Background: an optimization exercise with open tools, aiming at small area, a short achievable clock period and few clock cycles per item. Do not read the settings as production practice.
The RTL was checked by simulation tests, not by an equivalence proof against the original design.

## design/flow/config.mk

```make
export PLATFORM = sky130hd
export DESIGN_NAME = pv_sha256
export DESIGN_NICKNAME = pv_sha256
export VERILOG_FILES = /design/flow/design.v
export SDC_FILE = /design/flow/constraint.sdc
export NUM_CORES = 4
export LEC_CHECK = 0
export CAP_MARGIN = 30
export CORE_MARGIN = 2
export CORE_UTILIZATION = 40
export SLEW_MARGIN = 40
```

## design/flow/constraint.sdc

```tcl
create_clock -name core_clock -period 8.5 [get_ports {clk}]
set_input_delay 1.7000 -clock core_clock [delete_from_list [all_inputs] [get_ports {clk}]]
set_output_delay 1.7000 -clock core_clock [all_outputs]
set_load 0.01 [all_outputs]
```

## design/flow/design.v

```verilog
module pv_sha256 (
    input  wire         clk,
    input  wire         rst,
    input  wire         in_valid,
    output wire         in_ready,
    input  wire         in_first,
    input  wire [511:0] in_block,
    output reg          out_valid,
    output wire [255:0] out_digest
);
    localparam [255:0] IV = {
        32'h6a09e667, 32'hbb67ae85, 32'h3c6ef372, 32'ha54ff53a,
        32'h510e527f, 32'h9b05688c, 32'h1f83d9ab, 32'h5be0cd19
    };
    function [31:0] rotr;
        input [31:0] x;
        input [4:0]  n;
        begin
            rotr = (x >> n) | (x << (6'd32 - {1'b0, n}));
        end
    endfunction
    function [31:0] kconst;
        input [5:0] i;
        begin
            case (i)
                6'd0:  kconst = 32'h428a2f98;  6'd1:  kconst = 32'h71374491;
                6'd2:  kconst = 32'hb5c0fbcf;  6'd3:  kconst = 32'he9b5dba5;
                6'd4:  kconst = 32'h3956c25b;  6'd5:  kconst = 32'h59f111f1;
                6'd6:  kconst = 32'h923f82a4;  6'd7:  kconst = 32'hab1c5ed5;
                6'd8:  kconst = 32'hd807aa98;  6'd9:  kconst = 32'h12835b01;
                6'd10: kconst = 32'h243185be;  6'd11: kconst = 32'h550c7dc3;
                6'd12: kconst = 32'h72be5d74;  6'd13: kconst = 32'h80deb1fe;
                6'd14: kconst = 32'h9bdc06a7;  6'd15: kconst = 32'hc19bf174;
                6'd16: kconst = 32'he49b69c1;  6'd17: kconst = 32'hefbe4786;
                6'd18: kconst = 32'h0fc19dc6;  6'd19: kconst = 32'h240ca1cc;
                6'd20: kconst = 32'h2de92c6f;  6'd21: kconst = 32'h4a7484aa;
                6'd22: kconst = 32'h5cb0a9dc;  6'd23: kconst = 32'h76f988da;
                6'd24: kconst = 32'h983e5152;  6'd25: kconst = 32'ha831c66d;
                6'd26: kconst = 32'hb00327c8;  6'd27: kconst = 32'hbf597fc7;
                6'd28: kconst = 32'hc6e00bf3;  6'd29: kconst = 32'hd5a79147;
                6'd30: kconst = 32'h06ca6351;  6'd31: kconst = 32'h14292967;
                6'd32: kconst = 32'h27b70a85;  6'd33: kconst = 32'h2e1b2138;
                6'd34: kconst = 32'h4d2c6dfc;  6'd35: kconst = 32'h53380d13;
                6'd36: kconst = 32'h650a7354;  6'd37: kconst = 32'h766a0abb;
                6'd38: kconst = 32'h81c2c92e;  6'd39: kconst = 32'h92722c85;
                6'd40: kconst = 32'ha2bfe8a1;  6'd41: kconst = 32'ha81a664b;
                6'd42: kconst = 32'hc24b8b70;  6'd43: kconst = 32'hc76c51a3;
                6'd44: kconst = 32'hd192e819;  6'd45: kconst = 32'hd6990624;
                6'd46: kconst = 32'hf40e3585;  6'd47: kconst = 32'h106aa070;
                6'd48: kconst = 32'h19a4c116;  6'd49: kconst = 32'h1e376c08;
                6'd50: kconst = 32'h2748774c;  6'd51: kconst = 32'h34b0bcb5;
                6'd52: kconst = 32'h391c0cb3;  6'd53: kconst = 32'h4ed8aa4a;
                6'd54: kconst = 32'h5b9cca4f;  6'd55: kconst = 32'h682e6ff3;
                6'd56: kconst = 32'h748f82ee;  6'd57: kconst = 32'h78a5636f;
                6'd58: kconst = 32'h84c87814;  6'd59: kconst = 32'h8cc70208;
                6'd60: kconst = 32'h90befffa;  6'd61: kconst = 32'ha4506ceb;
                6'd62: kconst = 32'hbef9a3f7;  default: kconst = 32'hc67178f2;
            endcase
        end
    endfunction
    reg        run;         
    reg [6:0]  cnt;         
    reg        ready_q;     
    reg        prep;        
    reg        fin;         
    reg        first_q;     
    reg        first_f;     
    wire accept = in_valid & ready_q;
    assign in_ready = ready_q;
    always @(posedge clk) begin
        if (rst) begin
            run       <= 1'b0;
            cnt       <= 7'd0;
            ready_q   <= 1'b1;
            prep      <= 1'b0;
            fin       <= 1'b0;
            out_valid <= 1'b0;
        end else begin
            fin       <= run & (cnt == 7'd64);
            out_valid <= fin;
            prep      <= accept;
            if (accept) begin
                run     <= 1'b1;
                cnt     <= 7'd0;
                ready_q <= 1'b0;
            end else if (run) begin
                cnt <= cnt + 7'd1;
                if (cnt == 7'd63)
                    ready_q <= 1'b1;
                if (cnt == 7'd64)
                    run <= 1'b0;
            end
        end
    end
    always @(posedge clk) begin
        if (accept)
            first_q <= in_first;
        first_f <= first_q;
    end
    reg [31:0] a, b, c, d, e, f, g, h;
    reg [31:0] p;                   
    reg [511:0] w;                  
    reg [31:0] r0, r1, r2, r3;      
    reg [31:0] q0, q1, q2, q3;      
    wire ph_rot = run & (cnt == 7'd1);
    wire ph_add = run & (cnt >= 7'd62) & (cnt <= 7'd64);
    wire ga     = ph_add | fin;
    wire use_iv = (ph_add & first_q) | (fin & first_f);
    reg [31:0] iv_r, iv_q;
    always @(*) begin
        if (fin) begin
            iv_r = IV[255:224]; iv_q = IV[127:96];
        end else begin
            case (cnt[1:0])
                2'd2:    begin iv_r = IV[159:128]; iv_q = IV[31:0];  end   
                2'd3:    begin iv_r = IV[191:160]; iv_q = IV[63:32]; end   
                default: begin iv_r = IV[223:192]; iv_q = IV[95:64]; end   
            endcase
        end
    end
    wire [31:0] xr = use_iv ? iv_r : r3;
    wire [31:0] xq = use_iv ? iv_q : q3;
    wire [31:0] sr = xr + (ga ? a : 32'd0);
    wire [31:0] sq = xq + (ga ? e : 32'd0);
    always @(posedge clk) begin
        if (ph_rot | ph_add) begin
            r0 <= sr; r1 <= r0; r2 <= r1; r3 <= r2;
            q0 <= sq; q1 <= q0; q2 <= q1; q3 <= q2;
        end else if (fin) begin
            r3 <= sr;
            q3 <= sq;
        end
    end
    assign out_digest = {r3, r0, r1, r2, q3, q0, q1, q2};
    wire [255:0] chain = first_q ? IV : {sr, r0, r1, r2, sq, q0, q1, q2};
    wire [31:0] s1 = rotr(e, 5'd6) ^ rotr(e, 5'd11) ^ rotr(e, 5'd25);
    wire [31:0] ch = (e & f) ^ (~e & g);
    wire [31:0] s0 = rotr(a, 5'd2) ^ rotr(a, 5'd13) ^ rotr(a, 5'd22);
    wire [31:0] mj = (a & b) | (c & (a | b));
    wire [31:0] x1s = p ^ ch ^ mj;
    wire [31:0] x1c = (p & ch) | (mj & (p | ch));
    wire [31:0] x1cc = {x1c[30:0], 1'b0};
    wire [31:0] x2s = x1s ^ x1cc ^ s1;
    wire [31:0] x2c = (x1s & x1cc) | (s1 & (x1s | x1cc));
    wire [31:0] x2cc = {x2c[30:0], 1'b0};
    wire [31:0] x3s = x2s ^ x2cc ^ s0;
    wire [31:0] x3c = (x2s & x2cc) | (s0 & (x2s | x2cc));
    wire [31:0] a_n = x3s + {x3c[30:0], 1'b0};
    wire [31:0] y1s = p ^ ch ^ d;
    wire [31:0] y1c = (p & ch) | (d & (p | ch));
    wire [31:0] y1cc = {y1c[30:0], 1'b0};
    wire [31:0] y2s = y1s ^ y1cc ^ s1;
    wire [31:0] y2c = (y1s & y1cc) | (s1 & (y1s | y1cc));
    wire [31:0] e_n = y2s + {y2c[30:0], 1'b0};
    wire [31:0] w0  = w[511:480];
    wire [31:0] w1  = w[479:448];
    wire [31:0] w9  = w[223:192];
    wire [31:0] w14 = w[63:32];
    wire [31:0] ss0 = rotr(w1, 5'd7) ^ rotr(w1, 5'd18) ^ (w1 >> 3);
    wire [31:0] ss1 = rotr(w14, 5'd17) ^ rotr(w14, 5'd19) ^ (w14 >> 10);
    wire [31:0] z1s = w0 ^ w9 ^ ss0;
    wire [31:0] z1c = (w0 & w9) | (ss0 & (w0 | w9));
    wire [31:0] z1cc = {z1c[30:0], 1'b0};
    wire [31:0] z2s = z1s ^ z1cc ^ ss1;
    wire [31:0] z2c = (z1s & z1cc) | (ss1 & (z1s | z1cc));
    wire [31:0] w_n = z2s + {z2c[30:0], 1'b0};
    wire [31:0] hsrc = prep ? chain[31:0] : g;
    wire [31:0] kt   = kconst(cnt[5:0]);
    wire [31:0] u1s  = hsrc ^ kt ^ w0;
    wire [31:0] u1c  = (hsrc & kt) | (w0 & (hsrc | kt));
    wire [31:0] p_n  = u1s + {u1c[30:0], 1'b0};
    always @(posedge clk) begin
        if (ready_q)
            w <= in_block;
        else
            w <= {w[479:0], w_n};
        p <= p_n;
        if (prep) begin
            {a, b, c, d, e, f, g, h} <= chain;
        end else begin
            a <= a_n; b <= a; c <= b; d <= c;
            e <= e_n; f <= e; g <= f; h <= g;
        end
    end
endmodule
```

## design/flow/run.sh

```bash
#!/bin/bash
# synth_recipe.tcl (not shown) runs the flow's synth.tcl, then flattens the netlist and writes it again
# the make line also repeats each setting of config.mk as NAME=value (left out here)
make -C /OpenROAD-flow-scripts/flow DESIGN_CONFIG=/design/flow/config.mk WORK_HOME=/design/flow/orfs CLKGATE_MAP_FILE= SYNTH_SCRIPT=/design/flow/synth_recipe.tcl finish
```

==> results of run 1 <==
==> state kept, by name, summed over array words and instances (netlist names), 32 cells and up <==
name  count
r1       32
e        32
r2       32
g        32
a        32
q3       32
r3       32
d        32
b        32
q0       32
q2       32
w       512
kt       32
c        32
f        32
r0       32
q1       32
p        32
==> layout by cell type (no fill, tap or decap), types with 208 or more instances in the layout <==
cell type / n
sky130_fd_sc_hd__inv_1: 548
sky130_fd_sc_hd__o21ai_0: 245
sky130_fd_sc_hd__clkdlybuf4s50_1: 773
sky130_fd_sc_hd__nand2_1: 293
sky130_fd_sc_hd__fa_1: 250
sky130_fd_sc_hd__dfxtp_1: 811
sky130_fd_sc_hd__mux2_2: 490
sky130_fd_sc_hd__nor2_1: 208
sky130_fd_sc_hd__a21oi_1: 215
sky130_fd_sc_hd__xnor2_1: 256
sky130_fd_sc_hd__edfxtp_1: 257
==> worst max path at each step <==
| stage | endpoint | slack [ps] | depth (start not counted) |
|---|---|---|---|
| 3_3_place_gp | r3[30]$_DFFE_PP_ | 2110 | 23 |
| 3_5_place_dp | r3[30]$_DFFE_PP_ | 2020 | 23 |
| 2_1_floorplan | r3[20]$_DFFE_PP_ | 910 | 9 |
| 4_1_cts | r3[30]$_DFFE_PP_ | 1990 | 23 |
| 6_report | r3[30]$_DFFE_PP_ | 2000 | 22 |
| 5_1_grt | r3[30]$_DFFE_PP_ | 1720 | 23 |
==> area by class of cell <==
| class | count | area share |
|---|---|---|
| multi-input cells | 3337 | 0.412 |
| flip-flops and latches | 1070 | 0.345 |
| inverters | 551 | 0.0297 |
| repair buffers | 841 | 0.121 |
| well taps | 1876 | 0.0337 |
| clock inverters | 73 | 0.0126 |
| diodes | 10 | 0.000359 |
| clock buffers | 146 | 0.0460 |
==> cells by family after synthesis <==
kind of cell / synth area share
and+or+nand+nor: 0.0697
muxes: 0.105
AOI/OAI and AO/OA: 0.134
xor gates and xnor gates: 0.0655
DFF: 0.430
adders and majority gates: 0.139
buffers and inverters: 0.0569
==> worst max-delay path, stage by stage, from the launching register on <==
cell	delay, ps
sky130_fd_sc_hd__dfxtp_1	520
sky130_fd_sc_hd__inv_1	140
sky130_fd_sc_hd__ha_1	370
sky130_fd_sc_hd__nor2_1	150
sky130_fd_sc_hd__nor3_1	60
sky130_fd_sc_hd__o21ai_2	420
sky130_fd_sc_hd__inv_1	200
sky130_fd_sc_hd__nand2_1	130
sky130_fd_sc_hd__nand2_1	500
sky130_fd_sc_hd__buf_4	410
sky130_fd_sc_hd__o21a_1	180
sky130_fd_sc_hd__ha_1	230
sky130_fd_sc_hd__fa_1	480
sky130_fd_sc_hd__a21o_1	180
sky130_fd_sc_hd__a21oi_1	270
sky130_fd_sc_hd__o21a_1	230
sky130_fd_sc_hd__or3_1	210
sky130_fd_sc_hd__a21o_1	200
sky130_fd_sc_hd__a211oi_1	110
sky130_fd_sc_hd__a2111oi_1	630
sky130_fd_sc_hd__o21ai_1	170
sky130_fd_sc_hd__xnor2_1	280
sky130_fd_sc_hd__o21ai_0	130
==> metrics by stage <==
| step | hold slack (ps) |
|---|---|
| after global placement | 438 |
| after CTS | 395 |
| after global routing | 409 |
| final | 398 |
| after floorplan | 423 |
| after detailed placement | 440 |
==> layer usage <==
| metal | up-vias | part of all wire | GRT usage |
|---|---|---|---|
| li1 | 19400 | - | - |
| met1 | 21300 | 0.44 | 0.432 |
| met2 | 1863 | 0.45 | 0.488 |
| met3 | 309 | 0.080 | 0.0660 |
| met4 | 22 | 0.030 | 0.0870 |
| met5 | - | 0.00073 | 0 |
==> run summary, run 1 <==
Cells and area
Once layout is done, the placed cells without fillers occupy 69600 um2. Summing all multi-input logic gate instances after layout gives 28700 um2. The number of filler instances in the final layout is 12600. Summing all flip-flop and latch instances after layout gives 24000 um2. The signed area change from the synthesized netlist to the final layout is 24.8%.

The final layout contains 6889 nets. The fraction of final layout cells sized beyond drive strength 1 is 0.134. At the end of the flow the core is filled with cells to 0.501.

The non-filler instance count after layout is 7904.

Synth
Yosys instantiated no cell more often than sky130_fd_sc_hd__dfxtp_1. Counting every instance in the synthesized netlist gives 5244. The average size of a mapped cell is 10.6 um2. The share of synthesized registers carrying an async set or reset is 0.

The synthesized design contains 257 enable-type register cells. The synthesized design spends more area on one cell type than any other, namely sky130_fd_sc_hd__dfxtp_1. For this run, the number of Yosys warnings is 1. The most used flip-flop cell after synthesis is sky130_fd_sc_hd__dfxtp_1. The number of register bits inferred by synthesis is 1070.

The post-synthesis sequential area ratio is 0.430. The mapped netlist covers 55800 um2. The post-synth net total is 6217.

Of the post-synthesis cell area, the dominant cell type holds 0.292. The count of cell types in the netlist is 97. Ranked by instance count, the synthesized netlist is headed by sky130_fd_sc_hd__dfxtp_1 (813), sky130_fd_sc_hd__inv_1 (549), sky130_fd_sc_hd__mux2_2 (490). After synthesis, the cell types taking the most area are sky130_fd_sc_hd__dfxtp_1 (29%), sky130_fd_sc_hd__edfxtp_1 (14%), sky130_fd_sc_hd__mux2_2 (9.9%).

Routing
The routed design has 226000 um of wire. The first routing iteration left 4137 violations. The DRC violation count after routing is 0. The count of vias placed by the detailed router is 42900. The detailed-route wire length per cell is 28.6 um. For this run, the detailed router's first-pass iteration total came to 6. The detailed-route vias per instance is 5.42. The number of nets with antenna violations after routing is 0.

Hold path
The hold-critical path depth is 1. The worst hold path terminates at w[38]$_DFF_P_. The startpoint identified for the worst hold timing path is w[6]$_DFF_P_.

The path class of the tightest hold or removal check is reg2reg.

Setup path
The worst setup path is captured at a flop. Counting cells, the worst reg-to-reg path comes to 22. The launch instance of the worst register-to-register path is cnt[0]$_SDFFE_PP0P_. The worst setup path is launched from a flop. The setup path with the least slack is of type reg2reg. The setup slack of the most critical reg-to-reg path is 2000 ps.

The endpoint identified for the worst register-to-register timing path is r3[30]$_DFFE_PP_. Tracing the worst setup path back leads to its startpoint at cnt[0]$_SDFFE_PP0P_. The critical path arrival is 7010 ps. The maximum fanout along the worst path is 13.

The required arrival time at the worst endpoint is 9010 ps.

Outcome
The run finished with no timing, DRC or antenna violations.

Global routing
The number of global-route vias before repair is 42400. The total global routing overflow is 0. The initial antenna violation count is 29. The global-route total usage across every layer is 0.311. The first global-routing pass estimated 314000 um of wire.

Entering global routing, the biggest net connects 155 pins.

Clocking
The clock tree synthesis step divided the H-tree into 3 levels. The post-CTS setup-driven buffer insertion count is 0. The hold buffer count at cts is 0. In this run the clock root is driven by a sky130_fd_sc_hd__clkbuf_16. The post-cts gate resize count is 0.

The buffer levels on the longest clock path is 3. The clock slew seen by the registers of the worst setup and hold paths is 60 ps. TritonCTS built the clock tree. The CTS buffer count is 115. The later pin in the worst-skew pair is clocked with a latency of 780 ps.

The count of clock tree sinks is 1070.

Floorplanning
Measured along the y axis, the die boundary spans 377 um. The width of the chip is 377 um. The number of top-level design ports is 774. The floorplan step defined a die boundary enclosing 142000 um2. The number of placement rows is 137. The initial utilization of the core area, before any placement, comes to 0.401. The core area is 139000 um2.

STA
Timing would allow up to 154 MHz. Of the available clock period, the critical path in the final layout requires 0.765. The final number of hold-violating endpoints is 0. The smallest setup slack after layout is 2000 ps.

The clock period minus worst slack is 6500 ps. The worst slew margin relative to its limit is 0.389. Setup total negative slack on the finished layout was measured at 0 ps. Setup repair after global routing left no endpoint under its margin. The final count of pins violating max slew is 0. The transition at the pin with the smallest max-transition slack is 912 ps.

The count of endpoints failing setup in the final report is 0. Across the routed clock network, the largest skew measured is 80.3 ps.

Place
The HPWL after detailed placement is 181000 um. The number of cells after detailed placement is 7673. The cell area after placement is 65500 um2.

The weighted congestion reported at the end of routability-driven placement is 0.976. The port buffer count is 773. Before CTS, the worst setup slack after placement is 2020 ps.

Job
The reported max-cap violation count is 0.
Testbench counts, summed over its fixed seeds: cycles 24,984, blocks 384.
==> run 2: changes to the inputs <==
--- a/design/flow/design.v
+++ b/design/flow/design.v
@@ -64,7 +64,6 @@
     reg        prep;        
     reg        fin;         
     reg        first_q;     
-    reg        first_f;     
     wire accept = in_valid & ready_q;
     assign in_ready = ready_q;
     always @(posedge clk) begin
@@ -95,35 +94,34 @@
     always @(posedge clk) begin
         if (accept)
             first_q <= in_first;
-        first_f <= first_q;
     end
     reg [31:0] a, b, c, d, e, f, g, h;
     reg [31:0] p;                   
     reg [511:0] w;                  
     reg [31:0] r0, r1, r2, r3;      
     reg [31:0] q0, q1, q2, q3;      
-    wire ph_rot = run & (cnt == 7'd1);
-    wire ph_add = run & (cnt >= 7'd62) & (cnt <= 7'd64);
-    wire ga     = ph_add | fin;
-    wire use_iv = (ph_add & first_q) | (fin & first_f);
-    reg [31:0] iv_r, iv_q;
-    always @(*) begin
-        if (fin) begin
-            iv_r = IV[255:224]; iv_q = IV[127:96];
-        end else begin
-            case (cnt[1:0])
-                2'd2:    begin iv_r = IV[159:128]; iv_q = IV[31:0];  end   
-                2'd3:    begin iv_r = IV[191:160]; iv_q = IV[63:32]; end   
-                default: begin iv_r = IV[223:192]; iv_q = IV[95:64]; end   
-            endcase
-        end
+    reg        ph_sh;       
+    reg        ga;          
+    reg        use_iv;      
+    reg  [2:0] ivs;         
+    wire c61_63 = run & (cnt >= 7'd61) & (cnt <= 7'd63);
+    wire c64    = run & (cnt == 7'd64);
+    always @(posedge clk) begin
+        ph_sh  <= prep | c61_63;
+        ga     <= c61_63 | c64;
+        use_iv <= first_q & (c61_63 | c64);
+        ivs    <= {cnt == 7'd63, cnt == 7'd62, cnt == 7'd61};
     end
+    wire [31:0] iv_r = ivs[0] ? IV[159:128] : ivs[1] ? IV[191:160] :
+                       ivs[2] ? IV[223:192] : IV[255:224];
+    wire [31:0] iv_q = ivs[0] ? IV[31:0]    : ivs[1] ? IV[63:32]   :
+                       ivs[2] ? IV[95:64]   : IV[127:96];
     wire [31:0] xr = use_iv ? iv_r : r3;
     wire [31:0] xq = use_iv ? iv_q : q3;
     wire [31:0] sr = xr + (ga ? a : 32'd0);
     wire [31:0] sq = xq + (ga ? e : 32'd0);
     always @(posedge clk) begin
-        if (ph_rot | ph_add) begin
+        if (ph_sh) begin
             r0 <= sr; r1 <= r0; r2 <= r1; r3 <= r2;
             q0 <= sq; q1 <= q0; q2 <= q1; q3 <= q2;
         end else if (fin) begin
==> run 2 against run 1 <==
  * Sequential cell count grew 5
  * Cell area grew 1.3%
  * Clock skew shrank 29 ps
  * Critical path type unchanged
  * Critical endpoint is now a[31]$_DFF_P_
==> run summary, run 2 <==
Floorplanning
The width of the chip is 380 um. The number of placement rows is 138. The core area is 141000 um2. The height of the die is 380 um. For this configuration, the core starts out at a cell density of 0.402. The number of top-level design ports is 774. The total die area is 145000 um2.

Clocking
For this design, the sink count on the clock tree is 1075. TritonCTS built the clock tree. In this run, post-CTS repair resized a total of 0 instances.

The post-CTS setup-driven buffer insertion count is 0. The clock reaches the later pin of the worst-skew pair after 780 ps. In this run the number of H-tree levels came out at 3. The hold buffer count at cts is 0. The library cell used as clock root buffer is sky130_fd_sc_hd__clkbuf_16. The clock slew seen by the registers of the worst setup and hold paths is 60 ps.

The number of clock buffers added by TritonCTS is 120. The clock passes through at most 3 buffers.

Synth
Ranked by instance count, the synthesized netlist is headed by sky130_fd_sc_hd__dfxtp_1 (818), sky130_fd_sc_hd__inv_1 (649), sky130_fd_sc_hd__mux2_2 (486). Synthesis produced a netlist whose cell count is 5517. The post-synth net total is 6490. The average size of a mapped cell is 10.3 um2.

The cell accounting for the most synthesized area is sky130_fd_sc_hd__dfxtp_1. In the synthesized netlist the dominant register cell turns out to be sky130_fd_sc_hd__dfxtp_1. Ranked by total cell area, the synthesized netlist is headed by sky130_fd_sc_hd__dfxtp_1 (29%), sky130_fd_sc_hd__edfxtp_1 (14%), sky130_fd_sc_hd__mux2_2 (9.7%). Yosys instantiated no cell more often than sky130_fd_sc_hd__dfxtp_1.

The number of enable-type register cells in the synthesized netlist is 257. For this run, the number of Yosys warnings is 1. The share of the synthesized area in the top cell type is 0.289. The count of cell types in the netlist is 91. The share of synthesized registers carrying an async set or reset is 0. The post-synthesis sequential area ratio is 0.425. The synthesized netlist occupies a cell area of 56700 um2. The number of register bits inferred by synthesis is 1075.

STA
The worst clock skew on the final layout is 51.2 ps. At the pin with the least slew margin, the transition time is 1010 ps. Subtracting the final worst setup slack from the clock period gives 5570 ps. The achievable clock frequency is 179 MHz. Headroom to the max-slew limit came out at 0.319. Setup repair after global routing left no endpoint under its margin. Setup violations remaining at the end of the flow were counted as 0. The final count of pins violating max slew came to 0. Final hold analysis gives a worst-case slack of 445 ps. Dividing the final minimum period by the clock period gives 0.656. The final total negative setup slack is 0 ps. The final number of hold-violating endpoints is 0.

Cells and area
After routing the design area is 70500 um2. The final net count is 7153. In the layout the commonest cells are sky130_fd_sc_hd__dfxtp_1 (813), sky130_fd_sc_hd__clkdlybuf4s50_1 (773), sky130_fd_sc_hd__inv_1 (648). The number of flip-flops under the largest register name is 512. The number of filler instances in the final layout is 12900. The final core utilization is 0.500. w holds more flip-flops than any other register. The leading cell type in the layout, fill and taps excluded is sky130_fd_sc_hd__dfxtp_1.

The area growth from synthesis to layout is 24.4%. The fraction of final layout cells sized beyond drive strength 1 is 0.126.

Global routing
The initial antenna violation count is 36. The number of global-route vias before repair is 43000. The first global-routing pass estimated 318000 um of wire. The total global routing overflow is 0.

Across every metal layer, demand over resource in global routing totals 0.307. The largest net degree at the start of global routing is 165.

Place
Detailed placement finished with a half-perimeter wire length of 182000 um. The port buffer count is 773. The cell area after placement is 66300 um2. The weighted congestion reported at the end of routability-driven placement is 0.982.

Setup path
The critical path endpoint category is a flop. The critical setup path kind is reg2reg. The setup slack of the most critical reg-to-reg path is 2930 ps.

STA puts the critical path data required time at 9130 ps. The number of cells on the worst reg-to-reg path is 17. STA classifies the critical path startpoint as a flop. The startpoint identified for the worst register-to-register timing path is e[28]$_DFF_P_. The endpoint identified for the worst register-to-register timing path is a[31]$_DFF_P_. The critical path starts at e[28]$_DFF_P_. Along the worst path, the maximum fanout reaches 6.

STA puts the critical path data arrival time at 6200 ps.

Hold path
The hold-critical path depth is 0. The tightest min-delay check is of the reg2reg type. The launch instance of the worst min-delay path is q1[31]$_DFFE_PP_. The destination of the worst hold path is q2[31]$_DFFE_PP_.

Routing
For this run, design rule violations remaining after detail routing come to 0. The count of nets left with antenna violations once routing finished came out at 0. The detailed-route vias per instance is 5.38. The first TritonRoute pass finished after 8 iterations. The count of vias placed by the detailed router is 44100.

The total wire length is 228000 um. The detailed-route wire length per cell is 27.8 um. The detailed router finished its first iteration with 4942 violations.

Job
Across the run, the number of max-cap violations was 0.

Outcome
The flow ran to the end and the layout has no timing, DRC or antenna violations.
## run 2: cell count changes in the layout (fill, tap and decap cells not counted), moves of 18 or more
cell | before | now
sky130_fd_sc_hd__a211oi_1 | 29 | 47
sky130_fd_sc_hd__nand2_1 | 293 | 384
sky130_fd_sc_hd__xnor2_1 | 256 | 277
sky130_fd_sc_hd__nor2b_1 | 80 | 30
sky130_fd_sc_hd__o21ai_0 | 245 | 370
sky130_fd_sc_hd__a22o_1 | 86 | 2
sky130_fd_sc_hd__inv_1 | 548 | 648
sky130_fd_sc_hd__a21oi_1 | 215 | 236
sky130_fd_sc_hd__xor2_1 | 159 | 137
sky130_fd_sc_hd__and2_1 | 18 | 68
## run 2: final cells by class
cell class                 count  area [um2]  share of cell area
clock buffer                 170        3490              0.0495
multi-input combinational   3504       29200               0.414
sequential                  1075       24100               0.342
antenna                       19        47.5            0.000674
timing repair buffer         826        8260               0.117
clock inverter                58         621             0.00880
tap                         1890        2360              0.0335
inverter                     653        2450              0.0348
## run 2: layer usage
metal / global-route usage / part of all wire / vias up
met2: 0.465 / 0.43 / 1994
met3: 0.0732 / 0.092 / 282
met5: 0 / 0.00059 / -
met4: 0.0826 / 0.027 / 20
li1: - / - / 20200
met1: 0.435 / 0.45 / 21600
## run 2: per-stage QoR
| stage | setup WS, ps | instances |
|---|---|---|
| 2_1_floorplan | 1920 | 5517 |
| 3_3_place_gp | 2530 | 7942 |
| 3_5_place_dp | 2580 | 7945 |
| 4_1_cts | 3040 | 8173 |
| 5_1_grt | 2710 | 8186 |
| 6_report | 2930 | 8195 |
## run 2: logic make-up (layout without fill, tap and decap cells)
family	Yosys count	after routing	share of synthesized area
other	0	19	0
AND/OR/NAND/NOR	912	912	0.0739
multiplexers	514	514	0.102
AO/OA/AOI/OAI	1189	1189	0.136
flip-flops	1075	1075	0.425
adder cells (fa/ha/maj)	470	470	0.136
XOR/XNOR	419	419	0.0649
buffers and inverters	938	1707	0.0624
## run 2: how the worst max path moves through the flow
stage	end	slack [ps]	depth (start not counted)
finish	a[31]$_DFF_P_	2930	17
global route	a[31]$_DFF_P_	2710	17
CTS	a[31]$_DFF_P_	3040	17
detailed placement	kt[23]$_DFF_P_	2580	11
global placement	kt[23]$_DFF_P_	2530	11
floorplan	q3[0]$_DFFE_PP_	1920	3
## run 2: critical path, stage by stage, from the launching register on
cell,delay (ps)
sky130_fd_sc_hd__dfxtp_1,590
sky130_fd_sc_hd__xnor2_1,180
sky130_fd_sc_hd__xnor2_1,490
sky130_fd_sc_hd__inv_1,130
sky130_fd_sc_hd__fa_1,550
sky130_fd_sc_hd__inv_1,50
sky130_fd_sc_hd__fa_1,470
sky130_fd_sc_hd__inv_1,40
sky130_fd_sc_hd__ha_1,330
sky130_fd_sc_hd__nor2b_1,170
sky130_fd_sc_hd__o31a_1,280
sky130_fd_sc_hd__o221a_2,300
sky130_fd_sc_hd__o21bai_1,490
sky130_fd_sc_hd__o2111ai_1,270
sky130_fd_sc_hd__a2111oi_1,640
sky130_fd_sc_hd__o31ai_1,190
sky130_fd_sc_hd__xnor2_1,200
sky130_fd_sc_hd__o22ai_1,100
Testbench counts of run 2, summed over its fixed seeds: cycles 24,984, blocks 384.
==> run 3: changes to the inputs <==
--- a/design/flow/config.mk
+++ b/design/flow/config.mk
@@ -7,5 +7,6 @@
 export LEC_CHECK = 0
 export CAP_MARGIN = 30
 export CORE_MARGIN = 2
-export CORE_UTILIZATION = 40
+export CORE_UTILIZATION = 55
+export SETUP_SLACK_MARGIN = 4.5
 export SLEW_MARGIN = 40
==> run 3 against run 2 <==
  * Still clean on timing, DRC and antenna
  * Non-clock buffer count rose by 148
  * Cell count fell by 4.7%
  * Global-route usage rose by 9.4 points
  * First-iteration DRC count rose by 12%
==> run summary, run 3 <==
Outcome
The flow ran to the end and the layout has no timing, DRC or antenna violations.

Floorplanning
The die covers 106000 um2. Measured along the y axis, the die boundary spans 325 um. 774 I/O pins were placed. The initial utilization of the core area, before any placement, comes to 0.555. The initialized floorplan defines 117 standard-cell rows. The core area is 102000 um2. The width of the chip is 325 um.

Clocking
The clock tree from TritonCTS is yes. The clock passes through at most 3 buffers. The clock reaches the later pin of the worst-skew pair after 720 ps. The count of clock tree sinks is 1075. The hold buffer count at cts is 0.

The H-tree level count is 3. The library cell used as clock root buffer is sky130_fd_sc_hd__clkbuf_16. The clock slew seen by the registers of the worst setup and hold paths is 70 ps.

The CTS buffer count is 110.

Global routing
For this run, global-route usage on met1 was measured as 0.555. The largest net degree at the start of global routing is 151. The number of global-route vias before repair is 44700. In the global route stage, met2 resource usage came out at 0.606. The met3 demand-to-capacity share in global routing is 0.0931.

The global-route wire length before repair is 309000 um. The initial antenna violation count is 43. The layer flagged by global routing as most heavily used is met2. For this run the aggregate overflow at the end of global routing stands at 0. The global-route total usage across every layer is 0.401.

STA
The final count of pins violating max slew is 0. Across the routed clock network, the largest skew measured is 29.9 ps. The clock period minus worst slack is 4550 ps. The count of endpoints failing setup in the final report is 0. The worst slew margin relative to its limit is 0.312.

The final number of hold-violating endpoints is 0. The transition at the pin with the smallest max-transition slack is 1020 ps. Setup repair after global routing could not meet its margin everywhere.

Static timing analysis puts the maximum clock frequency at 220 MHz. Of the available clock period, the critical path in the final layout requires 0.536. On the final layout, the worst hold slack is 444 ps.

Summed over all failing endpoints, the final setup total negative slack is 0 ps.

Synth
Synthesis handed over a netlist of 5517 instances. The synthesized netlist occupies a cell area of 56700 um2. The average size of a mapped cell is 10.3 um2. The top flip-flop cell by instance count after synthesis is sky130_fd_sc_hd__dfxtp_1. The count of cell types in the netlist is 91. The yosys synthesis warning count is 1. The post-synthesis sequential area ratio is 0.425. Yosys instantiated no cell more often than sky130_fd_sc_hd__dfxtp_1. Of the post-synthesis cell area, the dominant cell type holds 0.289. By count the netlist is led by sky130_fd_sc_hd__dfxtp_1 (818), sky130_fd_sc_hd__inv_1 (649), sky130_fd_sc_hd__mux2_2 (486). By area the synthesized netlist is led by sky130_fd_sc_hd__dfxtp_1 (29%), sky130_fd_sc_hd__edfxtp_1 (14%), sky130_fd_sc_hd__mux2_2 (9.7%). The number of enable-type register cells in the synthesized netlist is 257. The number of register bits inferred by synthesis is 1075.

Of all flip-flops after synthesis, the portion carrying an async set or reset was 0. Of all cell types, the one taking the most synthesized area is sky130_fd_sc_hd__dfxtp_1. Counting every net in the synthesized netlist gives 6490.

Cells and area
The register with the most flip-flops in the layout has 512 of them. The final layout contains 7293 nets. The leading cell type in the layout, fill and taps excluded is sky130_fd_sc_hd__clkdlybuf4s50_1.

Leaving out fill and tap cells, the most frequent cells in the layout are sky130_fd_sc_hd__clkdlybuf4s50_1 (773), sky130_fd_sc_hd__dfxtp_1 (727), sky130_fd_sc_hd__inv_1 (632). The layout has 7383 filler cells. Compared with the post-synthesis result, the final layout area differs by 29.2%.

Ranked by flip-flop count, first place goes to w. Of the cells placed in the final design, the portion with a size suffix greater than 1 is 0.200.

Setup path
In this design, the stage delay of the slowest critical-path cell is 510 ps. In this run the worst path has a maximum fanout of 3. Walking the worst path, the cells encountered are mux2i_4 > fa_1 > fa_1 > fa_1 > inv_2 > ha_4 > inv_2 > fa_2 > nor2b_2 > o31a_1 > o221a_4 > o21bai_4 > o2111ai_4 > a2111oi_4 > nor2_1 > xor2_1 > a2bb2oi_1. The critical path endpoint category is a flop. The most critical setup path has its startpoint at e[1]$_DFF_P_. The setup check on the worst reg-to-reg path leaves a slack of 3950 ps.

On the critical path, the stage with the largest delay is an instance of sky130_fd_sc_hd__fa_1. The launching element type of the critical path is a flop. Data arrives at the worst endpoint at 5160 ps.

Counting cells, the worst reg-to-reg path comes to 17. The required arrival time at the worst endpoint is 9100 ps. The critical setup path kind is reg2reg.

The most numerous cell type found on the critical path is sky130_fd_sc_hd__fa_1. The launch instance of the worst register-to-register path is e[1]$_DFF_P_. The endpoint identified for the worst register-to-register timing path is a[29]$_DFF_P_.

Routing
The detailed-route wire length per cell is 28.1 um. The detailed router finished its first iteration with 5524 violations. In the routed design, unresolved DRC markers number 0. The detailed-route vias per instance is 5.94. In this run the remaining antenna-violating nets after routing total 0. For this block, the routed nets add up to 220000 um of wire.

The first detailed-routing pass took 8 iterations. The routed layout has 46400 vias.

Place
The port buffer count is 773. The HPWL after detailed placement is 165000 um. The weighted congestion reported at the end of routability-driven placement is 1.03.

Job
The tool flagged a number of max-cap violations equal to 0.

Hold path
The destination of the worst hold path is w[52]$_DFF_P_. Along the worst hold path, the cell count comes to 1. The worst hold path class is reg2reg. The launch instance of the worst min-delay path is w[20]$_DFF_P_.
run 3: cell types whose count changed in the layout (fill, tap and decap cells not counted), moves of 29 or more:
cell | before | now
sky130_fd_sc_hd__a21oi_1 | 236 | 201
sky130_fd_sc_hd__dfxtp_4 | 3 | 56
sky130_fd_sc_hd__o21ai_0 | 370 | 309
sky130_fd_sc_hd__ha_4 | 0 | 32
sky130_fd_sc_hd__dfxtp_1 | 813 | 727
sky130_fd_sc_hd__ha_1 | 205 | 163
sky130_fd_sc_hd__dfxtp_2 | 2 | 35
sky130_fd_sc_hd__buf_4 | 39 | 151
sky130_fd_sc_hd__o21ai_1 | 6 | 35
sky130_fd_sc_hd__a21oi_2 | 1 | 30
run 3: metal layers:
metal  vias up  share of wire  wire [um]
li1      20500              -          -
met1     22700           0.41      89000
met2      2787           0.44      96100
met3       477           0.11      24000
met4        10          0.047      10400
met5         -        0.00032         70
run 3: layout make-up:
class,count,area [um2],share of cell area
Timing Repair Buffer,974,9680,0.132
Tap cell,1368,1710,0.0234
Antenna cell,33,82.6,0.00113
Clock inverter,46,626,0.00854
Sequential cell,1075,24300,0.332
Clock buffer,157,3160,0.0432
Multi-Input combinational cell,3506,31100,0.425
Inverter,653,2470,0.0338
run 3: repair_timing:
action / CTS / global route
cloned: 4 / 3
pin swaps: 93 / 101
gates resized for setup: 380 / 211
endpoints found under the setup margin: 191 / 116
buffers inserted: 84 / 62
run 3: stage by stage:
step           instances  setup WS (ps)  utilization  instance area (um2)
6_report            7812           3950        0.718                73200
5_1_grt             7803           3750        0.718                73200
4_1_cts             7712           4080        0.702                71600
3_5_place_dp        7421           2880        0.644                65700
3_3_place_gp        7420           2980        0.644                65700
2_1_floorplan       5517           4260            -                56900
run 3: critical path: cells and delay by family (launching register included):
family          cells  cell delay (ps)
fa+ha+maj           5             1880
compound gates      6             1510
flops               1              360
mux                 1              270
simple gates        2              160
xor+xnor            1              160
buf+inv             2              110
run 3: worst max-delay path by stage:
| stage | end | slack, ps | depth (start not counted) |
|---|---|---|---|
| floorplan | a[29]$_DFF_P_ | 4260 | 18 |
| global placement | kt[23]$_DFF_P_ | 2980 | 12 |
| detailed placement | kt[2]$_DFF_P_ | 2880 | 11 |
| CTS | a[29]$_DFF_P_ | 4080 | 16 |
| global route | a[31]$_DFF_P_ | 3750 | 19 |
| finish | a[29]$_DFF_P_ | 3950 | 17 |
run 3: cells by family (layout without fill, tap and decap cells):
family          Yosys count  after routing  share of synthesized area
compound gates         1189           1189                      0.136
xor+xnor                419            419                     0.0649
fa+ha+maj               470            470                      0.136
buf+inv                 938           1830                     0.0624
flops                  1075           1075                      0.425
mux                     514            514                      0.102
other cells               0             33                          0
simple gates            912            914                     0.0739
==> run 4: changes to the inputs <==
--- a/design/flow/design.v
+++ b/design/flow/design.v
@@ -64,35 +64,48 @@
     reg        prep;        
     reg        fin;         
     reg        first_q;     
-    wire accept = in_valid & ready_q;
+    reg [3:0]  wi;          
+    reg        insel;       
+    wire free  = ~run | (cnt == 7'd64);
+    wire start = in_valid & free;
     assign in_ready = ready_q;
+    reg       run_n;
+    reg [6:0] cnt_n;
+    always @(*) begin
+        run_n = run;
+        cnt_n = cnt;
+        if (start) begin
+            run_n = 1'b1;
+            cnt_n = 7'd0;
+        end else if (run) begin
+            cnt_n = cnt + 7'd1;
+            if (cnt == 7'd64)
+                run_n = 1'b0;
+        end
+    end
     always @(posedge clk) begin
         if (rst) begin
             run       <= 1'b0;
             cnt       <= 7'd0;
-            ready_q   <= 1'b1;
+            ready_q   <= 1'b0;
             prep      <= 1'b0;
             fin       <= 1'b0;
             out_valid <= 1'b0;
+            wi        <= 4'd0;
+            insel     <= 1'b1;
         end else begin
             fin       <= run & (cnt == 7'd64);
             out_valid <= fin;
-            prep      <= accept;
-            if (accept) begin
-                run     <= 1'b1;
-                cnt     <= 7'd0;
-                ready_q <= 1'b0;
-            end else if (run) begin
-                cnt <= cnt + 7'd1;
-                if (cnt == 7'd63)
-                    ready_q <= 1'b1;
-                if (cnt == 7'd64)
-                    run <= 1'b0;
-            end
-        end
-    end
-    always @(posedge clk) begin
-        if (accept)
+            prep      <= start;
+            run       <= run_n;
+            cnt       <= cnt_n;
+            ready_q   <= run & (cnt == 7'd13);
+            wi        <= start ? 4'd1 : ((wi == 4'd0) | (wi == 4'd15)) ? 4'd0 : wi + 4'd1;
+            insel     <= ~run_n | (cnt_n <= 7'd14) | (cnt_n == 7'd64);
+        end
+    end
+    always @(posedge clk) begin
+        if (start)
             first_q <= in_first;
     end
     reg [31:0] a, b, c, d, e, f, g, h;
@@ -150,28 +163,47 @@
     wire [31:0] y2s = y1s ^ y1cc ^ s1;
     wire [31:0] y2c = (y1s & y1cc) | (s1 & (y1s | y1cc));
     wire [31:0] e_n = y2s + {y2c[30:0], 1'b0};
-    wire [31:0] w0  = w[511:480];
-    wire [31:0] w1  = w[479:448];
-    wire [31:0] w9  = w[223:192];
-    wire [31:0] w14 = w[63:32];
-    wire [31:0] ss0 = rotr(w1, 5'd7) ^ rotr(w1, 5'd18) ^ (w1 >> 3);
-    wire [31:0] ss1 = rotr(w14, 5'd17) ^ rotr(w14, 5'd19) ^ (w14 >> 10);
-    wire [31:0] z1s = w0 ^ w9 ^ ss0;
-    wire [31:0] z1c = (w0 & w9) | (ss0 & (w0 | w9));
+    wire [31:0] w0  = w[31:0];
+    wire [31:0] w1  = w[63:32];
+    wire [31:0] w6  = w[223:192];
+    wire [31:0] w14 = w[479:448];
+    wire [31:0] w15 = w[511:480];
+    wire [31:0] ss0 = rotr(w14, 5'd7) ^ rotr(w14, 5'd18) ^ (w14 >> 3);
+    wire [31:0] ss1 = rotr(w1, 5'd17) ^ rotr(w1, 5'd19) ^ (w1 >> 10);
+    wire [31:0] z1s = w15 ^ w6 ^ ss0;
+    wire [31:0] z1c = (w15 & w6) | (ss0 & (w15 | w6));
     wire [31:0] z1cc = {z1c[30:0], 1'b0};
     wire [31:0] z2s = z1s ^ z1cc ^ ss1;
     wire [31:0] z2c = (z1s & z1cc) | (ss1 & (z1s | z1cc));
     wire [31:0] w_n = z2s + {z2c[30:0], 1'b0};
+    reg [31:0] w_in;
+    always @(*) begin
+        case (wi)
+            4'd0: w_in = in_block[511:480];
+            4'd1: w_in = in_block[479:448];
+            4'd2: w_in = in_block[447:416];
+            4'd3: w_in = in_block[415:384];
+            4'd4: w_in = in_block[383:352];
+            4'd5: w_in = in_block[351:320];
+            4'd6: w_in = in_block[319:288];
+            4'd7: w_in = in_block[287:256];
+            4'd8: w_in = in_block[255:224];
+            4'd9: w_in = in_block[223:192];
+            4'd10: w_in = in_block[191:160];
+            4'd11: w_in = in_block[159:128];
+            4'd12: w_in = in_block[127:96];
+            4'd13: w_in = in_block[95:64];
+            4'd14: w_in = in_block[63:32];
+            default: w_in = in_block[31:0];
+        endcase
+    end
     wire [31:0] hsrc = prep ? chain[31:0] : g;
     wire [31:0] kt   = kconst(cnt[5:0]);
     wire [31:0] u1s  = hsrc ^ kt ^ w0;
     wire [31:0] u1c  = (hsrc & kt) | (w0 & (hsrc | kt));
     wire [31:0] p_n  = u1s + {u1c[30:0], 1'b0};
     always @(posedge clk) begin
-        if (ready_q)
-            w <= in_block;
-        else
-            w <= {w[479:0], w_n};
+        w <= {w[479:0], insel ? w_in : w_n};
         p <= p_n;
         if (prep) begin
             {a, b, c, d, e, f, g, h} <= chain;
==> run 4 against run 3 <==
  * Synthesized cell count shrank 6.2%
  * Synthesized area is 5.4% lower
  * The flow now stops in 5_1_grt
==> run summary, run 4 <==
Synth
Sorting the synthesized cells by how often they occur yields sky130_fd_sc_hd__dfxtp_1 (823), sky130_fd_sc_hd__inv_1 (582), sky130_fd_sc_hd__xnor2_1 (258). Counting every instance in the synthesized netlist gives 5173. The post-synth net total is 6149.

Of the total synthesized cell area, the portion taken by XOR and XNOR cells is 0.0691. The mux share of post-synthesis cell area is 0.0137. The synthesized-area fraction occupied by ao, oa, aoi and oai cells is 0.181. After synthesis, the largest family of logic cells by area is compound AO/OA/AOI/OAI gates. By area the synthesized netlist is led by sky130_fd_sc_hd__dfxtp_1 (31%), sky130_fd_sc_hd__edfxtp_1 (14%), sky130_fd_sc_hd__fa_1 (9.3%). sky130_fd_sc_hd__dfxtp_1 is the most common cell in the netlist. In this run, synthesis produced a sequential element count of 1080. For this run, the leading register cell type out of synthesis is sky130_fd_sc_hd__dfxtp_1. The simple-gate area share of the yosys netlist is 0.0776. A synthesized cell averages 10.4 um2. Of the total synthesized cell area, the portion taken by full adders, half adders and majority gates is 0.145.

The post-synthesis sequential area ratio is 0.451. Summing every instance area after synthesis gives 53600 um2. The synthesized design spends more area on one cell type than any other, namely sky130_fd_sc_hd__dfxtp_1. The number of enable-type register cells in the synthesized netlist is 257. The count of cell types in the netlist is 87.

The yosys synthesis warning count is 1. For this run, asynchronously set or reset flops after synthesis account for 0. The share of synthesized area in the top cell type comes to 0.307.

Floorplanning
In this run the core area contains 114 standard-cell rows. The number of top-level design ports is 774. The height of the die is 316 um. For this configuration, the core starts out at a cell density of 0.554. The die is 316 um wide.

Place
The port buffer count is 773. The cell area after placement is 62500 um2. The congestion estimate from routability-driven global placement came to 1.07. The HPWL after detailed placement is 201000 um.

Outcome
The first error in the log reads "[ERROR GRT-0232] Routing congestion too high. Check the congestion heatmap in the GUI". Progress stopped at 5_1_grt. The run stopped with a tool error.

Clocking
The H-tree level count is 3. The buffer levels on the longest clock path is 3. The clock net in this run drives a total of 1080 sinks.

The CTS buffer count is 101. The library cell used as clock root buffer is sky130_fd_sc_hd__clkbuf_16. For this design, the CTS-stage hold fixing added 0 buffers.

Global routing
In the global route stage, overall resource usage came out at 0.727. The initial antenna violation count is 106. The largest net degree at the start of global routing is 81. After global routing the overflow that remains totals 29.

STA
After the last repair the worst path ends at a register input. The end pin of the worst setup path after global-route repair is a[31]$_DFF_P_/D.
-- run 4: changes by cell type after synthesis, sizes merged, moves of 21 or more --
cell / delta
a21o: +23
a221oi: +51
a222oi: +31
a22o: +141
a22oi: +84
and2: +23
inv: -65
mux2: -444
nand2: -152
nand4: +27
nor2: +29
o21ai: -125
xnor2: -21
xor2: +25
-- run 4: cell families after synthesis --
kind of cell / count (synthesis)
AOI/OAI and AO/OA: 1382
buffers and inverters: 881
muxes: 68
DFF: 1080
xor gates and xnor gates: 423
and+or+nand+nor: 863
adders and majority gates: 476
-- run 4: timing repair --
item,CTS
setup buffers,155
resized for setup,563
pin swaps,193
cloned,7
hold endpoints to repair,0
endpoints found under the setup margin,243
-- run 4: how the worst min path moves through the flow --
| stage | start | endpoint | depth (start not counted) |
|---|---|---|---|
| 3_5_place_dp | w[158]$_DFF_P_ | w[190]$_DFF_P_ | 0 |
| 2_1_floorplan | w[68]$_DFF_P_ | w[100]$_DFF_P_ | 0 |
| 3_3_place_gp | w[314]$_DFF_P_ | w[346]$_DFF_P_ | 0 |
| 4_1_cts | w[121]$_DFF_P_ | w[153]$_DFF_P_ | 0 |
-- run 4: metal layers --
layer	GRT overflow	global-route usage
met5	0	0.368
met4	14	0.590
met3	0	0.626
met2	15	0.850
met1	0	0.774
-- run 4: through the flow --
| stage | cells | setup slack, ps | hold WS (ps) |
|---|---|---|---|
| after detailed placement | 6985 | 2740 | 312 |
| after floorplan | 5173 | 4080 | 310 |
| after global placement | 6983 | 2660 | 310 |
| after CTS | 7339 | 3790 | 299 |
Testbench counts of run 4, summed over its fixed seeds: cycles 24,984, blocks 384.
==> run 5: changes to the inputs <==
--- a/design/flow/config.mk
+++ b/design/flow/config.mk
@@ -8,5 +8,5 @@
 export CAP_MARGIN = 30
 export CORE_MARGIN = 2
 export CORE_UTILIZATION = 55
-export SETUP_SLACK_MARGIN = 4.5
+export SETUP_SLACK_MARGIN = 5
 export SLEW_MARGIN = 40
==> run 5 against run 4 <==
  * Synthesized cell count unchanged
  * Synthesized area unchanged
  * The flow again stops in 5_1_grt
==> run summary, run 5 <==
Synth
Counting distinct cell types in the post-synthesis netlist gives 87. Dividing the synthesized area by the synthesized cell count gives 10.4 um2. The commonest cells after synthesis are sky130_fd_sc_hd__dfxtp_1 (823), sky130_fd_sc_hd__inv_1 (582), sky130_fd_sc_hd__xnor2_1 (258). The synthesized netlist occupies a cell area of 53600 um2. The cell count after synthesis is 5173. The synthesized design contains 257 enable-type register cells. The share of the Yosys chip area taken by registers is 0.451.

Synthesis inferred 1080 register bits. The largest total area in the synthesized netlist belongs to sky130_fd_sc_hd__dfxtp_1. The share of synthesized registers carrying an async set or reset is 0.

Counting every net in the synthesized netlist gives 6149. By instance count, the leading cell after synthesis is sky130_fd_sc_hd__dfxtp_1. The top flip-flop cell by instance count after synthesis is sky130_fd_sc_hd__dfxtp_1. After synthesis, the cell types taking the most area are sky130_fd_sc_hd__dfxtp_1 (31%), sky130_fd_sc_hd__edfxtp_1 (14%), sky130_fd_sc_hd__fa_1 (9.3%). The yosys synthesis warning count is 1.

The share of the synthesized area in the top cell type is 0.307.

Global routing
The largest net degree at the start of global routing is 155. The global-route total usage across every layer is 0.796. After global routing the overflow that remains totals 10.

Clocking
The H-tree level count is 3. The clock passes through at most 3 buffers. For this design, the sink count on the clock tree is 1080. The number of clock buffers added by TritonCTS is 99. The tree is rooted in a sky130_fd_sc_hd__clkbuf_16.

Outcome
The flow did not finish. The first error in the log reads "[ERROR GRT-0232] Routing congestion too high. Check the congestion heatmap in the GUI". The last stage reached is 5_1_grt.

Floorplanning
The width of the chip is 316 um. The number of placement rows is 114. The initial utilization of the core area, before any placement, comes to 0.554. The die is 316 um tall. In this run the count of I/O pins placed on the die edge is 774.

Place
The weighted congestion reported at the end of routability-driven placement is 1.05. Buffers placed on the I/O ports in this run total 773. The HPWL after detailed placement is 198000 um.
-- run 5: cell counts after synthesis --
No cell type changed its count.
-- run 5: stage by stage --
| stage | setup slack (ps) | cell area (um2) | instances | hold slack [ps] |
|---|---|---|---|---|
| after global placement | 2920 | 63100 | 6976 | 310 |
| after detailed placement | 2830 | 63200 | 6978 | 312 |
| after CTS | 3750 | 72600 | 7501 | 321 |
| after floorplan | 4080 | 54900 | 5173 | 310 |
-- run 5: metal layers --
layer	overflow	GRT usage
met3	0	0.707
met2	3	0.907
met4	7	0.697
met5	0	0.514
met1	0	0.824
-- run 5: what timing repair did --
item	in CTS
pin swaps	272
setup endpoints to repair	304
hold buffers	0
gates cloned	8
gates resized for setup	776
setup buffers	328
-- run 5: cells by family after synthesis --
logic type,share of synthesized area
adder cells (fa/ha/maj),0.145
XOR/XNOR,0.0691
multiplexers,0.0137
flip-flops,0.451
AND/OR/NAND/NOR,0.0776
buffers and inverters,0.0624
AO/OA/AOI/OAI,0.181
-- run 5: worst min-delay path by stage --
stage / endpoint / slack [ps] / depth (start not counted)
after floorplan: w[456]$_DFF_P_ / 310 / 0
after global placement: w[325]$_DFF_P_ / 310 / 0
after detailed placement: w[121]$_DFF_P_ / 310 / 0
after CTS: w[380]$_DFF_P_ / 320 / 0
==> run 6: changes to the inputs <==
--- a/design/flow/design.v
+++ b/design/flow/design.v
@@ -148,21 +148,30 @@
     wire [31:0] ch = (e & f) ^ (~e & g);
     wire [31:0] s0 = rotr(a, 5'd2) ^ rotr(a, 5'd13) ^ rotr(a, 5'd22);
     wire [31:0] mj = (a & b) | (c & (a | b));
-    wire [31:0] x1s = p ^ ch ^ mj;
-    wire [31:0] x1c = (p & ch) | (mj & (p | ch));
-    wire [31:0] x1cc = {x1c[30:0], 1'b0};
-    wire [31:0] x2s = x1s ^ x1cc ^ s1;
-    wire [31:0] x2c = (x1s & x1cc) | (s1 & (x1s | x1cc));
-    wire [31:0] x2cc = {x2c[30:0], 1'b0};
-    wire [31:0] x3s = x2s ^ x2cc ^ s0;
-    wire [31:0] x3c = (x2s & x2cc) | (s0 & (x2s | x2cc));
-    wire [31:0] a_n = x3s + {x3c[30:0], 1'b0};
-    wire [31:0] y1s = p ^ ch ^ d;
-    wire [31:0] y1c = (p & ch) | (d & (p | ch));
-    wire [31:0] y1cc = {y1c[30:0], 1'b0};
-    wire [31:0] y2s = y1s ^ y1cc ^ s1;
-    wire [31:0] y2c = (y1s & y1cc) | (s1 & (y1s | y1cc));
-    wire [31:0] e_n = y2s + {y2c[30:0], 1'b0};
+    function [31:0] bsel;
+        input [31:0] m, x, y;
+        begin
+            bsel = (m & x) | (~m & y);
+        end
+    endfunction
+    wire [31:0] u12 = ch ^ mj;
+    wire [31:0] uco = bsel(u12, p, ch);                    
+    wire [31:0] ut  = u12 ^ (p ^ s1);
+    wire [31:0] uci = {uco[30:0], 1'b0};
+    wire [31:0] usm = ut ^ uci;
+    wire [31:0] ucy = bsel(ut, uci, s1);
+    wire [31:0] ucc = {ucy[30:0], 1'b0};
+    wire [31:0] uv  = usm ^ ucc;
+    wire [31:0] afs = uv ^ s0;
+    wire [31:0] afc = bsel(uv, s0, usm);
+    wire [31:0] a_n = afs + {afc[30:0], 1'b0};
+    wire [31:0] v12 = ch ^ d;
+    wire [31:0] vco = bsel(v12, p, ch);                    
+    wire [31:0] vt  = v12 ^ (p ^ s1);
+    wire [31:0] vci = {vco[30:0], 1'b0};
+    wire [31:0] vsm = vt ^ vci;
+    wire [31:0] vcy = bsel(vt, vci, s1);
+    wire [31:0] e_n = vsm + {vcy[30:0], 1'b0};
     wire [31:0] w0  = w[31:0];
     wire [31:0] w1  = w[63:32];
     wire [31:0] w6  = w[223:192];
--- a/design/flow/config.mk
+++ b/design/flow/config.mk
@@ -7,6 +7,6 @@
 export LEC_CHECK = 0
 export CAP_MARGIN = 30
 export CORE_MARGIN = 2
-export CORE_UTILIZATION = 55
-export SETUP_SLACK_MARGIN = 5
+export CORE_UTILIZATION = 40
+export SETUP_SLACK_MARGIN = 4.5
 export SLEW_MARGIN = 40
==> run 6 against run 5 <==
  * Synthesized area shrank 0.58%
  * Synthesized cell count grew 0.91%
  * Now clean on timing, DRC and antenna
==> run summary, run 6 <==
Cells and area
The final layout contains 6971 nets. The fraction of final layout cells sized beyond drive strength 1 is 0.180. In the layout the commonest cells are sky130_fd_sc_hd__clkdlybuf4s50_1 (771), sky130_fd_sc_hd__dfxtp_1 (740), sky130_fd_sc_hd__xnor2_1 (341). The leading cell type in the layout, fill and taps excluded is sky130_fd_sc_hd__clkdlybuf4s50_1. The register ranked first by flip-flop count is w.

The number of filler instances in the final layout is 11500. The signed area change from the synthesized netlist to the final layout is 36.0%. At the end of the flow the core is filled with cells to 0.550. The register with the most flip-flops in the layout has 512 of them.

Routing
The detailed router placed 46800 vias in this run. Wire segments on met2 add up to 108000 um in the final route. The highest metal layer with signal wires is met5.

The pre-antenna-repair detailed-routing pass consisted of 6 iterations. After detailed routing, the number of remaining DRC violations is 0. The routed metal-1 wirelength is 117000 um. The number of nets with antenna violations after routing is 0. The first routing iteration left 5922 violations. Detailed routing placed a total of 30900 um of wire on met3.

In the routed layout, each cell is associated on average with a via count of 5.84. The total wire length is 261000 um. Dividing the detail-routed wire length by the instance count gives 32.6 um.

Setup path
STA puts the critical path data arrival time at 5010 ps. Along the worst path, the maximum fanout reaches 7. The launching element type of the critical path is a flop. The launch instance of the worst register-to-register path is e[6]$_DFF_P_. The setup slack of the most critical reg-to-reg path is 4140 ps.

The longest individual stage delay on the worst path is 470 ps. The required arrival time at the worst endpoint is 9150 ps. For this design, the slowest cell found on the critical path is sky130_fd_sc_hd__a2111o_1. The number of cells on the worst reg-to-reg path is 18.

The critical path endpoint category is a flop. The worst flop-to-flop path endpoint is a[31]$_DFF_P_. The signal on the critical path passes through nand2_1 > o21ai_4 > xor2_2 > xor2_2 > buf_4 > xnor2_2 > buf_4 > maj3_1 > ha_2 > a2111o_1 > o21ai_4 > a31oi_4 > o31a_1 > a31oi_4 > a211oi_4 > nor2_1 > nor2_1 > a221o_1.

The critical path in this run is classified as reg2reg.

Floorplanning
The initial standard-cell utilization of the core is 0.404. The core area is 132000 um2. The total die area is 136000 um2. The floorplan has 133 rows. The die is 369 um tall.

The die is 369 um wide. 774 I/O pins were placed.

Synth
The top flip-flop cell by instance count after synthesis is sky130_fd_sc_hd__dfxtp_1. The share of synthesized registers carrying an async set or reset is 0. The post-synth net total is 6042.

Counting instances in the post-synthesis netlist gives the leading cell types as sky130_fd_sc_hd__dfxtp_1 (823), sky130_fd_sc_hd__xnor2_1 (407), sky130_fd_sc_hd__o21ai_0 (320). The synthesized-area fraction occupied by ao, oa, aoi and oai cells is 0.187. The portion of synthesized area spent on multiplexers is 0.0138. By area the synthesized netlist is led by sky130_fd_sc_hd__dfxtp_1 (31%), sky130_fd_sc_hd__edfxtp_1 (14%), sky130_fd_sc_hd__xnor2_1 (6.7%). The count of cell types in the netlist is 85. The number of enable-type register cells in the synthesized netlist is 257. Of the total synthesized cell area, the portion taken by AND, OR, NAND and NOR gates is 0.0830. The area share of xor/xnor cells in the synthesized design is 0.113.

For this run, the number of Yosys warnings is 1. The cell accounting for the most synthesized area is sky130_fd_sc_hd__dfxtp_1. Of the total synthesized cell area, the portion taken by full adders, half adders and majority gates is 0.110. The cell count after synthesis is 5220. After synthesis the cells add up to 53300 um2. Yosys instantiated no cell more often than sky130_fd_sc_hd__dfxtp_1. The number of register bits inferred by synthesis is 1080. The post-synthesis sequential area ratio is 0.454. The share of the synthesized area in the top cell type is 0.309.

The average size of a mapped cell is 10.2 um2. By area, the combinational part of the netlist is dominated by compound AO/OA/AOI/OAI gates.

Global routing
The number of global-route vias before repair was 44300. The total global routing overflow is 0. The initial antenna violation count is 39.

The global-route wire length before repair is 353000 um. The global-route total usage across every layer is 0.371. The largest net degree at the start of global routing is 105.

Place
The weighted congestion reported at the end of routability-driven placement is 0.989. The HPWL after detailed placement is 201000 um. The minimum setup slack after placement is 2720 ps. The port buffer count is 773.

STA
At the pin with the least slew margin, the transition time is 992 ps. The final number of hold-violating endpoints is 0. The worst clock skew on the final layout is 64.4 ps. Setup repair after global routing could not meet its margin everywhere. Measured against its own limit, the worst slew margin works out to 0.339. Setup violations remaining at the end of the flow were counted as 0. The final count of pins violating max slew is 0. The clock period minus worst slack is 4360 ps. The worst path meets setup with 4140 ps of slack. The achievable clock frequency is 229 MHz.

The final total negative setup slack is 0 ps. The share of the cycle needed by the critical path after routing is 0.513.

Hold path
The hold-critical path depth is 0. The worst hold path class is reg2reg. The worst hold path terminates at w[372]$_DFF_P_. The worst hold path begins at w[340]$_DFF_P_.

Outcome
The flow ran to the end and the layout has no timing, DRC or antenna violations.

Clocking
CTS placed an instance of sky130_fd_sc_hd__clkbuf_16 at the clock tree root. The clock tree from TritonCTS is yes. The count of clock tree sinks is 1080. After clock tree synthesis, the clock-pin slew on the worst setup and hold paths is 60 ps. The clock tree synthesis step divided the H-tree into 3 levels.

The buffer levels on the longest clock path is 3. Buffers inserted during clock tree synthesis total 107. The later-pin clock latency in the skew report is 770 ps.

In this run, post-CTS hold repair placed 0 buffers.

Job
The reported max-cap violation count is 0.
-- run 6: cell count changes after synthesis, sizes merged, moves of 29 or more --
cell   change
nor2      +30
nand2     +55
a21o      -29
xor2     +118
a22oi     +39
xnor2    +149
maj3     +113
o21ai     +70
a22o      -30
inv      -309
fa       -152
-- run 6: how the worst max path moves through the flow --
stage,startpoint,endpoint,slack (ps)
2_1_floorplan,w[474]$_DFF_P_,w[29]$_DFF_P_,4470
3_3_place_gp,use_iv$_DFF_P_,r3[28]$_DFFE_PP_,2700
3_5_place_dp,use_iv$_DFF_P_,q3[28]$_DFFE_PP_,2720
4_1_cts,a[18]$_DFF_P_,a[28]$_DFF_P_,4230
5_1_grt,w[459]$_DFF_P_,w[29]$_DFF_P_,4030
6_report,e[6]$_DFF_P_,a[31]$_DFF_P_,4140
-- run 6: kinds of logic after synthesis --
| kind of cell | after synthesis |
|---|---|
| simple gates | 938 |
| fa+ha+maj | 435 |
| flops | 1080 |
| compound gates | 1451 |
| mux | 65 |
| xor+xnor | 690 |
| buf+inv | 561 |
-- run 6: final cells by class --
class,count,area (um2),area share
inverters,275,1060,0.0146
clock buffers,144,3090,0.0426
well taps,1755,2200,0.0303
flip-flops and latches,1080,24400,0.337
diodes,25,62.6,0.000863
multi-input cells,3581,30200,0.417
clock inverters,56,797,0.0110
repair buffers,1104,10700,0.147
-- run 6: worst max-delay path, delay by kind of cell, from the launching register on --
family / cells / cell delay [ps]
fa+ha+maj: 2 / 550
simple gates: 3 / 290
flops: 1 / 440
buf+inv: 2 / 290
xor+xnor: 3 / 570
compound gates: 8 / 2100
-- run 6: metrics by stage --
step           cell area [um2]  std cells  hold WS [ps]
2_1_floorplan            53500       5220           310
3_3_place_gp             63000       7539           310
3_5_place_dp             63100       7545           312
4_1_cts                  70200       7904           310
5_1_grt                  72500       8001           321
6_report                 72500       8020           314
-- run 6: timing repair --
action	in CTS	in global routing
gates resized for setup	442	324
pin swaps	197	219
buffers inserted	153	87
endpoints found under the setup margin	225	127
cloned	6	1
-- run 6: metal layers --
| metal | GRT usage | vias to the layer above |
|---|---|---|
| li1 | - | 20500 |
| met1 | 0.547 | 23500 |
| met2 | 0.526 | 2468 |
| met3 | 0.118 | 292 |
| met4 | 0.0731 | 14 |
| met5 | 0 | - |
Testbench counts of run 6, summed over its fixed seeds: cycles 24,984, blocks 384.

[re-timing with driven ports]
The flow's constraints put no driver on any port. The routed layouts listed below were extracted and timed again, unchanged, in two steps.
Step 1, drivers: a clkbuf_16 drives clk and a buf_2 each remaining input, both assumed.
Step 2 also shifts input and output timing later by t, the mid clock arrival at the registers, as if the neighbouring blocks saw the same clock.
Three values: ideal, step 1, step 2; two values: the first two.
run	t (ns)	setup slack, ns	hold slack, ns	latest minus earliest clock arrival (ns)
run 1	0.842	2.000 / 2.000 / 2.000	0.398 / 0.398 / 0.398	0.114 / 0.113
run 2	0.845	2.927 / 2.927 / 2.694	0.445 / 0.445 / 0.445	0.052 / 0.053
run 3	0.783	3.948 / 3.948 / 3.829	0.444 / 0.444 / 0.444	0.032 / 0.032
run 6	0.814	4.138 / 4.138 / 3.947	0.314 / 0.314 / 0.314	0.072 / 0.071
After both steps every run listed still meets setup and hold. The setup slack of run 2, which loses most, moves by 0.000 ns with the drivers and by -0.233 ns with both steps.
